From an optimization exercise on the open Yosys and OpenROAD flow, aimed at small area, a short achievable clock period and few clock cycles per item; shortcuts taken in it are not production practice.
Function was checked by simulation only, so behaviour that the tests miss may differ from the original.

## the baseline
## aes_cmac256
module aes_cmac256 (
  input  wire         clk,
  input  wire         rst,         
  output wire         in_ready,    
  input  wire         key_valid,
  input  wire [255:0] key,
  input  wire         blk_valid,
  input  wire [127:0] blk_data,
  input  wire         blk_last,
  input  wire [4:0]   blk_len,     
  output reg          tag_valid,
  output wire [127:0] tag
);
==> flow/config.mk <==
export PLATFORM = sky130hd
export DESIGN_NAME = aes_cmac256
export DESIGN_NICKNAME = aes_cmac256
export VERILOG_FILES = /design/flow/design.v
export SDC_FILE = /design/flow/constraint.sdc
export NUM_CORES = 4
export LEC_CHECK = 0
export CAP_MARGIN = 20
export CELL_PAD_IN_SITES_DETAIL_PLACEMENT = 1
export CELL_PAD_IN_SITES_GLOBAL_PLACEMENT = 2
export CORE_MARGIN = 2
export CORE_UTILIZATION = 60
export PLACE_DENSITY = 0.72
export SETUP_SLACK_MARGIN = 3
export SLEW_MARGIN = 20
==> flow/constraint.sdc <==
create_clock -name core_clock -period 9.0 [get_ports {clk}]
set_input_delay 1.8000 -clock core_clock [delete_from_list [all_inputs] [get_ports {clk}]]
set_output_delay 1.8000 -clock core_clock [all_outputs]
set_load 0.01 [all_outputs]
standard.sh (not shown) runs the stock make flow with config.mk's settings and CLKGATE_MAP_FILE= SYNTH_SCRIPT=/design/flow/synth_recipe.tcl, a recipe that flattens the netlist after the stock synthesis.
==> flow/flow/run.sh <==
#!/bin/bash
set -euo pipefail
W=$PWD
F=$W/flow
mkdir -p $W/mysynth

# ORFS's synth.tcl with only the ABC script swapped.
python3 - "$FLOW_HOME/scripts/synth.tcl" "$W/mysynth/synth.tcl" "$F/abc_map.script" <<'PY'
import sys
src, dst, script = sys.argv[1:]
s = open(src).read()
old = "  log_cmd abc {*}$abc_args\n"
assert s.count(old) == 1, "synth.tcl changed"
s = s.replace(old, "  set abc_args [lreplace $abc_args 1 1 %s]\n%s" % (script, old))
open(dst, "w").write(s)
PY
grep -q 'source $::env(SCRIPTS_DIR)/synth.tcl' synth_recipe.tcl
sed "s#source \$::env(SCRIPTS_DIR)/synth.tcl#source $W/mysynth/synth.tcl#" synth_recipe.tcl > $W/mysynth/synth_recipe.tcl

# standard.sh's make command, with that script, for the synth target only.
line=$(grep '^make ' standard.sh)
line=${line/SYNTH_SCRIPT=$W\/synth_recipe.tcl/SYNTH_SCRIPT=$W/mysynth/synth_recipe.tcl}
line=${line/\"\$\{@:-finish\}\"/synth}
grep -q "SYNTH_SCRIPT=$W/mysynth/synth_recipe.tcl" <<< "$line"
echo "$line" > $W/mysynth/make_synth.sh
bash $W/mysynth/make_synth.sh > $W/synth.log 2>&1

export BUFFER_PORTS_ARGS="-buffer_cell sky130_fd_sc_hd__buf_1"
bash standard.sh > $W/layout.log 2>&1
test -f out/final.def
==> flow/flow/abc_map.script <==
strash
&get -n
&fraig -x
&put
scorr
dc2
strash
&get -n
&dch -f
&nf
&put
buffer -c
topo
stime -c
upsize -c
dnsize -c
The baseline did not run to completion, as it errored out during global placement (3_3_place_gp).
Testbench counts of the baseline, summed over its fixed seeds: cycles 10,174, blocks 637.
[inputs] the candidate vs the baseline
- SETUP_SLACK_MARGIN no longer set, was 3
--- a/flow/flow/run.sh
+++ b/flow/flow/run.sh
@@ -28 +27,0 @@
-export BUFFER_PORTS_ARGS="-buffer_cell sky130_fd_sc_hd__buf_1"
==> comparison <==
Of the baseline and the candidate, not a single run came through the flow clean. The candidate got as far as global placement (3_3_place_gp), where a tool error ended the run. In terms of xor/xnor cell area share of the yosys netlist, the baseline and the candidate differ only marginally. The baseline -> the candidate: floorplan row count delta 0, exact match. Diff the candidate..the baseline | count of cell types in the netlist | unchanged. Re compound-gate portion of the synthesized area: no difference whatsoever between the candidate and the baseline. Fraction of synthesized area in multiplexers: the candidate vs the baseline, no meaningful difference. On cell area after synthesis, the baseline tracks the candidate almost exactly. Going from the baseline to the candidate, fraction of registers with async set/reset roughly the same; simple-gate share of the synthesized area stayed essentially flat. The candidate -> the baseline: flip-flop and latch count after synthesis delta 0, exact match. Changes observed in the candidate relative to the baseline: average size of a mapped cell neither gained nor lost much.

Another version of the RTL of aes_cmac256 (not shown whole).
For scale: ~7300 cells after synthesis, ~0.066 sq mm of cells after synthesis.
==> flow/config.mk <==
export PLATFORM = sky130hd
export DESIGN_NAME = aes_cmac256
export DESIGN_NICKNAME = aes_cmac256
export VERILOG_FILES = /design/flow/design.v
export SDC_FILE = /design/flow/constraint.sdc
export NUM_CORES = 4
export LEC_CHECK = 0
export CAP_MARGIN = 20
export CORE_MARGIN = 2
export CORE_UTILIZATION = 50
export CTS_BUF_LIST = sky130_fd_sc_hd__clkbuf_8
export PLACE_DENSITY = 0.8
export SETUP_SLACK_MARGIN = 3
export SLEW_MARGIN = 20
==> flow/constraint.sdc <==
create_clock -name core_clock -period 9.0 [get_ports {clk}]
set_input_delay 1.8000 -clock core_clock [delete_from_list [all_inputs] [get_ports {clk}]]
set_output_delay 1.8000 -clock core_clock [all_outputs]
set_load 0.01 [all_outputs]
==> flow/flow/run.sh <==
#!/bin/bash
set -euo pipefail
W=$PWD
F=$W/flow
mkdir -p $W/mysynth

# ORFS's synth.tcl with only the ABC script swapped.
python3 - "$FLOW_HOME/scripts/synth.tcl" "$W/mysynth/synth.tcl" "$F/abc_map.script" <<'PY'
import sys
src, dst, script = sys.argv[1:]
s = open(src).read()
old = "  log_cmd abc {*}$abc_args\n"
assert s.count(old) == 1, "synth.tcl changed"
s = s.replace(old, "  set abc_args [lreplace $abc_args 1 1 %s]\n%s" % (script, old))
# With SYNTH_HIERARCHICAL 1 every module is kept through ABC, so the S-boxes
# and aes_mixark are mapped on their own; synth_recipe.tcl flattens after.
open(dst, "w").write(s)
PY
# The standard synthesis, in a folder of its own, for its register names.
line=$(grep '^make ' standard.sh)
ref=${line/WORK_HOME=$W\/orfs/WORK_HOME=$W/refsynth}
ref=${ref/\"\$\{@:-finish\}\"/synth}
grep -q "WORK_HOME=$W/refsynth" <<< "$ref"
echo "$ref" > $W/mysynth/make_refsynth.sh
bash $W/mysynth/make_refsynth.sh > $W/refsynth.log 2>&1
python3 - $W/refsynth/results/*/aes_cmac256/base/1_2_yosys.v $W/mysynth/regnames.txt <<'PY'
import re, sys
# register instances: name ends in $_<cell type>_
names = re.findall(r"^\s*sky130_fd_sc_hd__\w+\s+(\\?\S+\$_[A-Z0-9_]+_)\s", open(sys.argv[1]).read(), re.M)
open(sys.argv[2], "w").write("\n".join(names) + "\n")
PY

grep -q 'source $::env(SCRIPTS_DIR)/synth.tcl' synth_recipe.tcl
sed "s#source \$::env(SCRIPTS_DIR)/synth.tcl#source $W/mysynth/synth.tcl#" synth_recipe.tcl > $W/mysynth/synth_recipe.tcl
python3 - $W/mysynth/synth_recipe.tcl $F/match_names.tcl <<'PY'
import sys
p, add = sys.argv[1:]
s = open(p).read()
old = "write_verilog -noattr"
assert s.count(old) == 1
s = s.replace(old, "source %s\n%s" % (add, old))
open(p, "w").write(s)
PY

# standard.sh's make command, with that script, for the synth target only.
line=$(grep '^make ' standard.sh)
line=${line/SYNTH_SCRIPT=$W\/synth_recipe.tcl/SYNTH_SCRIPT=$W/mysynth/synth_recipe.tcl}
line=${line/\"\$\{@:-finish\}\"/synth}
line="$line SYNTH_HIERARCHICAL=1"
grep -q "SYNTH_SCRIPT=$W/mysynth/synth_recipe.tcl" <<< "$line"
echo "$line" > $W/mysynth/make_synth.sh
bash $W/mysynth/make_synth.sh > $W/synth.log 2>&1

export BUFFER_PORTS_ARGS="-buffer_cell sky130_fd_sc_hd__buf_1"
bash standard.sh > $W/layout.log 2>&1
test -f out/final.def
==> flow/flow/abc_map.script <==
strash
&get -n
&fraig -x
&put
scorr
dc2
strash
&get -n
&dch -f
&nf -R 1000
&put
buffer -c
topo
upsize -c
dnsize -c
Other scripts of this flow, unchanged in this note and not shown: flow/flow/match_names.tcl
Testbench counts at the start, summed over its fixed seeds: cycles 10,116, blocks 637.
Then changed:
CORE_UTILIZATION = 55   (was 50)
PLACE_DENSITY = 0.65   (was 0.8)
Result: Setup slack improved by 0.072 ns; design area stays flat; global-route usage went up by 3.9 points; utilization went up by 6.2 points.
Then changed:
==> flow/flow/abc_map.script (replaced) <==
strash
&get -n
&fraig -x
&put
scorr
dc2
strash
&get -n
&dch -f
&nf
&put
buffer -c
topo
stime -c
upsize -c
dnsize -c
SETUP_SLACK_MARGIN = 3.25   (was 3)
=>
- The changed run produced a clean layout
- clock-buffer cell count went down by 3
- first-iteration DRC count went up by 10%
- setup slack gains 0.18 ns
- area after synthesis went up by 3.0%
- via count went up by 4.1%
- critical path depth stays the same
- final area went up by 6.8%
- maximum frequency went up by 3.2%

separate check: timing with driven ports:
Ports are ideal in the flow. The routed layouts listed here were re-timed in OpenROAD.
Step 1 assumes that a clkbuf_16 drives the clock port and a buf_2 every other input.
Step 2 also shifts input and output timing later by t, the mid clock arrival at the registers, as if the neighbouring blocks saw the same clock.
a / b / c = ideal ports / drivers / drivers and shift; a / b = the first two.
run	t (ns)	setup slack, ns	hold slack, ns	worst setup path after step 2	cell pins on the clock port's net
the first run of note 2	0.979	3.054 / 3.054 / 3.054	0.439 / 0.439 / 0.439	register to register	1
the second run of note 2	0.973	3.126 / 3.126 / 3.126	0.441 / 0.441 / 0.441	register to register	1
the third run of note 2	0.980	3.307 / 3.307 / 3.307	0.424 / 0.424 / 0.424	register to register	1
After both steps every run listed still meets setup and hold.
